From an optimization exercise on the open Yosys and OpenROAD flow, aimed at small area, a short achievable clock period and few clock cycles per item; shortcuts taken in it are not production practice. Only simulation tests tie the RTL to the original design; equivalence was not proved.

`flow/design.v`:
```
module sas_tx (
    input  wire        clk,
    input  wire        rst,         
    input  wire        in_valid,
    output wire        in_ready,
    input  wire [63:0] in_data,     
    output wire        out_valid,
    input  wire        out_ready,
    output wire [63:0] out_data     
);
    localparam [31:0] MARKER   = 32'hC3A5_96E1;
    localparam integer BUF_W   = 195;    
    localparam integer CHUNK_W = 67;     
    reg [15:0]      bc;          
    reg [5:0]       widx;        
    reg [30:0]      scr;         
    reg [4:0]       run;         
    reg             last_bit;    
    reg [BUF_W-1:0] buffer;      
    reg [7:0]       count;       
    wire room = (count <= BUF_W - CHUNK_W);
    assign in_ready  = room && (widx != 6'd0);
    assign out_valid = (count >= 8'd64);
    assign out_data  = buffer[BUF_W-1 -: 64];
    wire pop       = out_valid && out_ready;
    wire take_sync = room && (widx == 6'd0);
    wire take_word = in_ready && in_valid;
    reg  [63:0] ks;
    reg  [30:0] scr_n;
    reg         k;
    integer     i, c;
    always @* begin
        scr_n = scr;
        for (i = 63; i >= 0; i = i - 1) begin
            k     = scr_n[30] ^ scr_n[27];
            scr_n = {scr_n[29:0], k};
            ks[i] = k;
        end
    end
    wire [63:0] sb = in_data ^ ks;
    reg  [63:0] st;
    reg  [4:0]  run_n;
    reg         last_n;
    always @* begin
        run_n  = run;
        last_n = last_bit;
        for (i = 63; i >= 0; i = i - 1) begin
            run_n  = (run_n != 5'd0 && sb[i] == last_n) ? run_n + 5'd1 : 5'd1;
            last_n = sb[i];
            st[i]  = (run_n == 5'd31);
            if (st[i]) begin
                run_n  = 5'd1;
                last_n = ~sb[i];
            end
        end
    end
    reg  [1:0]  nb [0:63];
    reg  [1:0]  acc;
    always @* begin
        acc = 2'd0;
        for (i = 63; i >= 0; i = i - 1) begin
            nb[i] = acc;
            acc   = acc + {1'b0, st[i]};
        end
    end
    reg [CHUNK_W-1:0] chunk;
    reg [6:0]         chunk_len;
    always @* begin
        chunk     = {CHUNK_W{1'b0}};
        chunk_len = 7'd64;
        for (i = 63; i >= 0; i = i - 1) begin
            chunk_len = chunk_len + {6'd0, st[i]};
            for (c = 0; c < 4; c = c + 1)
                if (nb[i] == c) chunk[i + 3 - c] = sb[i];
            for (c = 0; c < 3; c = c + 1)
                if (nb[i] == c && st[i]) chunk[i + 2 - c] = ~sb[i];
        end
    end
    wire [BUF_W-1:0] buf_p   = pop ? (buffer << 64) : buffer;
    wire [7:0]       count_p = pop ? (count - 8'd64) : count;
    wire [BUF_W-1:0] sync_bits  = {MARKER, bc, ~bc, {(BUF_W-64){1'b0}}};
    wire [BUF_W-1:0] chunk_bits = {chunk, {(BUF_W-CHUNK_W){1'b0}}};
    always @(posedge clk) begin
        if (rst) begin
            bc       <= 16'd0;
            widx     <= 6'd0;
            scr      <= 31'd0;
            run      <= 5'd0;
            last_bit <= 1'b0;
            buffer   <= {BUF_W{1'b0}};
            count    <= 8'd0;
        end else if (take_sync) begin
            buffer   <= buf_p | (sync_bits >> count_p);
            count    <= count_p + 8'd64;
            scr      <= {bc, 15'h7FFF};
            run      <= 5'd0;
            widx     <= 6'd1;
        end else if (take_word) begin
            buffer   <= buf_p | (chunk_bits >> count_p);
            count    <= count_p + {1'b0, chunk_len};
            scr      <= scr_n;
            run      <= run_n;
            last_bit <= last_n;
            if (widx == 6'd62) begin
                widx <= 6'd0;
                bc   <= bc + 16'd1;
            end else begin
                widx <= widx + 6'd1;
            end
        end else begin
            buffer   <= buf_p;
            count    <= count_p;
        end
    end
endmodule
```
`flow/constraint.sdc`:
```
create_clock -name core_clock -period 120.0 [get_ports {clk}]
set_input_delay 24.0000 -clock core_clock [delete_from_list [all_inputs] [get_ports {clk}]]
set_output_delay 24.0000 -clock core_clock [all_outputs]
set_load 0.01 [all_outputs]
```
`flow/run.sh`:
```
#!/bin/bash
# synth_recipe.tcl (not shown) runs the flow's synth.tcl, then flattens the netlist and writes it again
# the make line also repeats each setting of config.mk as NAME=value (left out here)
make -C /OpenROAD-flow-scripts/flow DESIGN_CONFIG=/design/flow/config.mk WORK_HOME=/design/flow/orfs CLKGATE_MAP_FILE= SYNTH_SCRIPT=/design/flow/synth_recipe.tcl finish
```
`flow/config.mk`:
```
export PLATFORM = sky130hd
export DESIGN_NAME = sas_tx
export DESIGN_NICKNAME = sas_tx
export VERILOG_FILES = /design/flow/design.v
export SDC_FILE = /design/flow/constraint.sdc
export NUM_CORES = 4
export LEC_CHECK = 0
export ABC_CLOCK_PERIOD_IN_PS = 60000
export CAP_MARGIN = 20
export CORE_MARGIN = 2
export CORE_UTILIZATION = 40
export SLEW_MARGIN = 20
```
==> results.py <==
metrics = {
    "worst_hold_path": {
        "hold_path.class": "reg -> reg",
    },
    "finish": {
        "areaGrowthSynthToFinish_pct": 7.94,
        "final_cell_mix": "1010 x nor2_1, 865 x nand2_1, 647 x a21oi_1",
        "drive_gt1_frac": 0.150,
        "final_common_cell": "nor2_1",
        "seqCellArea_um2": 5270,
        "stdcell_count": 9641,
        "nFillCells": 14300,
        "multi_input_area_um2": 46900,
        "final_nets": 8106,
    },
    "placed_design": {
        "portBuffers": 133,
        "dp.cells": 9521,
        "dp_hpwl_um": 205000,
        "gp_congestion": 1.07,
    },
    "yosys": {
        "netlist_area_um2": 55500,
        "synthArstFlopShare": 0,
        "mappedNetlistNets": 8205,
        "synth_warnings": 2,
        "seq_area_frac_synth": 0.0944,
        "syn_inst": 7918,
        "synthTopCellsByArea": "dfxtp_1 9.4%, nor2_1 6.9%, nand2_1 5.9%",
        "synth-main-ff-cell": "dfxtp_1",
        "ys_ff_latch": 262,
        "synth_top_area_frac": 0.0944,
        "synth.distinct_cells": 212,
        "synth_edf_count": 0,
        "yosysTopAreaCell": "dfxtp_1",
        "synth_area_per_cell_um2": 7.01,
    },
    "sta": {
        "fmax_mhz": 8.75,
        "worstMarginPinSlew_ns": 1.28,
        "period_needed_ns": 114.26,
        "drv_slew": 0,
        "tns_ns": 0,
        "holdWs_ns": 0.513,
        "finalHoldViolCount": 0,
        "slew_headroom": 0.124,
        "fin_crit_sh": 0.952,
        "final.setup_skew_ns": 0.0299,
        "setup_viol": 0,
    },
    "cts": {
        "clk_pin_slew_worst_paths_ns": 0.06,
        "h-tree-depth": 2,
        "clockBufferDepth": 3,
        "cts-hold-fix-buffers": 0,
        "cts_made_buffers": 35,
        "clock_latency_ns": 0.58,
        "cts_tree": "built",
        "root_buffer": "clkbuf_16",
        "cts_sinks": 262,
    },
    "die": {
        "die_w_um": 377,
        "row_count": 136,
        "die_h_um": 377,
        "start_util": 0.403,
        "coreArea_um2": 138000,
        "ios": 134,
        "die_area_um2": 142000,
    },
    "grt": {
        "track_usage": 0.347,
        "grt_max_degree": 142,
        "grt_pass1_vias": 57200,
        "grt_pass1_wl_um": 378000,
        "overflow": 0,
        "antenna_found_initial": 9,
    },
    "setup_path": {
        "crit_family": "simple AND/OR/NAND/NOR gates",
        "end_kind": "register",
        "critical_path_class": "in -> reg",
        "timing.critical_path.from_type": "input port",
        "crit_slowest_cell": "or4b_1",
        "cp_max_fo": 14,
        "worst-path-buf-inv": 47,
        "required_ns": 120.43,
        "arrival_ns": 114.69,
        "max_stage_delay_ns": 0.60,
    },
    "drt": {
        "drc": 0,
        "detail-route-antenna-nets": 0,
        "wl_met2_um": 111000,
        "dr.max_layer_used": "met5",
        "initialDrtViolationCount": 8340,
        "drt-total-wl_um": 262000,
        "wl_per_cell_um": 27.1,
        "wl_met3_um": 25200,
        "num_vias": 63800,
        "met1_length_um": 110000,
        "viasPerCell": 6.62,
        "dr.pass1.iters": 10,
    },
    "status": {
        "status": "timing/DRC/antenna clean",
    },
    "flow_run": {
        "maxCapViolCount": 0,
    },
}
logic make-up after synthesis:
group | share of synthesized area
XOR/XNOR | 0.0837
AND/OR/NAND/NOR | 0.272
buffers and inverters | 0.0744
adder cells (fa/ha/maj) | 0.0569
AO/OA/AOI/OAI | 0.371
multiplexers | 0.0477
flip-flops | 0.0944
worst paths after layout:
kind / startpoint / to / slack (ns) / cells after the start
worst min register to register: buffer[163] / buffer[163] / 0.51 / 2
worst max-delay path: in_data[63] / count[7] / 5.74 / 441
worst min-delay path: buffer[163] / buffer[163] / 0.51 / 2
worst max register to register: run[0] / count[7] / 28.41 / 442
layer usage:
| layer | global-route usage | up-vias |
|---|---|---|
| met5 | 0 | - |
| met4 | 0.164 | 10 |
| met3 | 0.0765 | 599 |
| met2 | 0.529 | 3226 |
| met1 | 0.462 | 30600 |
| li1 | - | 29300 |
worst min-delay path, stage by stage, from the launching register on:
cell and delay (ns):
dfxtp_1 0.31, nand2_1 0.05, a41oi_1 0.09
cell usage after synthesis, types with 31 or more instances:
| cell | n |
|---|---|
| nor2_1 | 1026 |
| nand2_1 | 867 |
| a21oi_1 | 648 |
| o21ai_0 | 429 |
| xnor2_1 | 321 |
| clkbuf_1 | 294 |
| dfxtp_1 | 262 |
| inv_1 | 253 |
| o22ai_1 | 237 |
| nand3_1 | 205 |
| ha_1 | 163 |
| nor3_1 | 151 |
| mux2i_1 | 149 |
| xor2_1 | 149 |
| a22oi_1 | 111 |
| a211oi_1 | 100 |
| and3_1 | 91 |
| and2_1 | 84 |
| o211ai_1 | 83 |
| a31oi_1 | 80 |
| buf_4 | 75 |
| a221oi_1 | 74 |
| nand4_1 | 66 |
| o221ai_1 | 59 |
| o31ai_1 | 58 |
| mux2_2 | 57 |
| a21o_1 | 56 |
| buf_1 | 56 |
| fa_1 | 56 |
| nand2b_1 | 56 |
| or3_1 | 56 |
| o21ai_1 | 50 |
| buf_6 | 46 |
| nor2b_1 | 44 |
| a41oi_1 | 43 |
| nor4_1 | 38 |
| o21a_1 | 36 |
| clkbuf_8 | 35 |
| o2111ai_1 | 34 |
| o211a_1 | 34 |
| a222oi_1 | 31 |
stage by stage:
stage          instance area (um2)  utilization  setup slack (ns)
6_report                     59900        0.435              5.74
5_1_grt                      59900        0.435            -0.253
4_1_cts                      59000        0.428            0.0106
3_5_place_dp                 57700        0.419             -2.63
3_3_place_gp                 57700        0.419             0.558
2_1_floorplan                55500            -              5.92
area by class of cell:
class                   instances  share of cell area
clock inverters                18             0.00286
inverters                     277              0.0179
multi-input cells            6853               0.783
repair buffers                390              0.0546
diodes                          2           0.0000835
flip-flops and latches        262              0.0879
well taps                    1794              0.0374
clock buffers                  45              0.0164
what timing repair did:
action / in CTS / in global routing
resized for setup: 22 / 108
pin swaps: 1 / 28
setup endpoints to repair: 8 / 148
setup buffers: 0 / 53
sequential cells by signal, indices dropped and copies added, names as in the netlist:
signal and cells:
widx 6, count 8, buffer 195, bc 16, run 5, scr 31
last_bit 1
Testbench counts, summed over its fixed seeds: cycles 20,176, items 19,840.

-- static timing again, ports no longer ideal --
How much do the figures lean on ideal ports? The routed layout below was timed once more, with nothing changed but the port constraints.
Step 1: set_driving_cell puts a clkbuf_16 on clk and a buf_2 on each other input, an assumption about the parent block.
Step 2 moves the port delays by t, midway between the first and last clock arrival at a register: inputs arrive t later, outputs are due t later. That takes back most of the time a late clock gives input paths.
Three values: no drivers, after step 1, after step 2; two values: the first two.
t (ns): 0.636
slack for setup (ns): 5.738 / 5.699 / 5.063
clock arrival spread, ns: 0.030 / 0.030
slew at the worst register clock pin (ns): 0.07 / 0.07
After both steps setup and hold are still met in this run. The setup slack of this run moves by -0.039 ns with the drivers and by -0.675 ns with both steps.
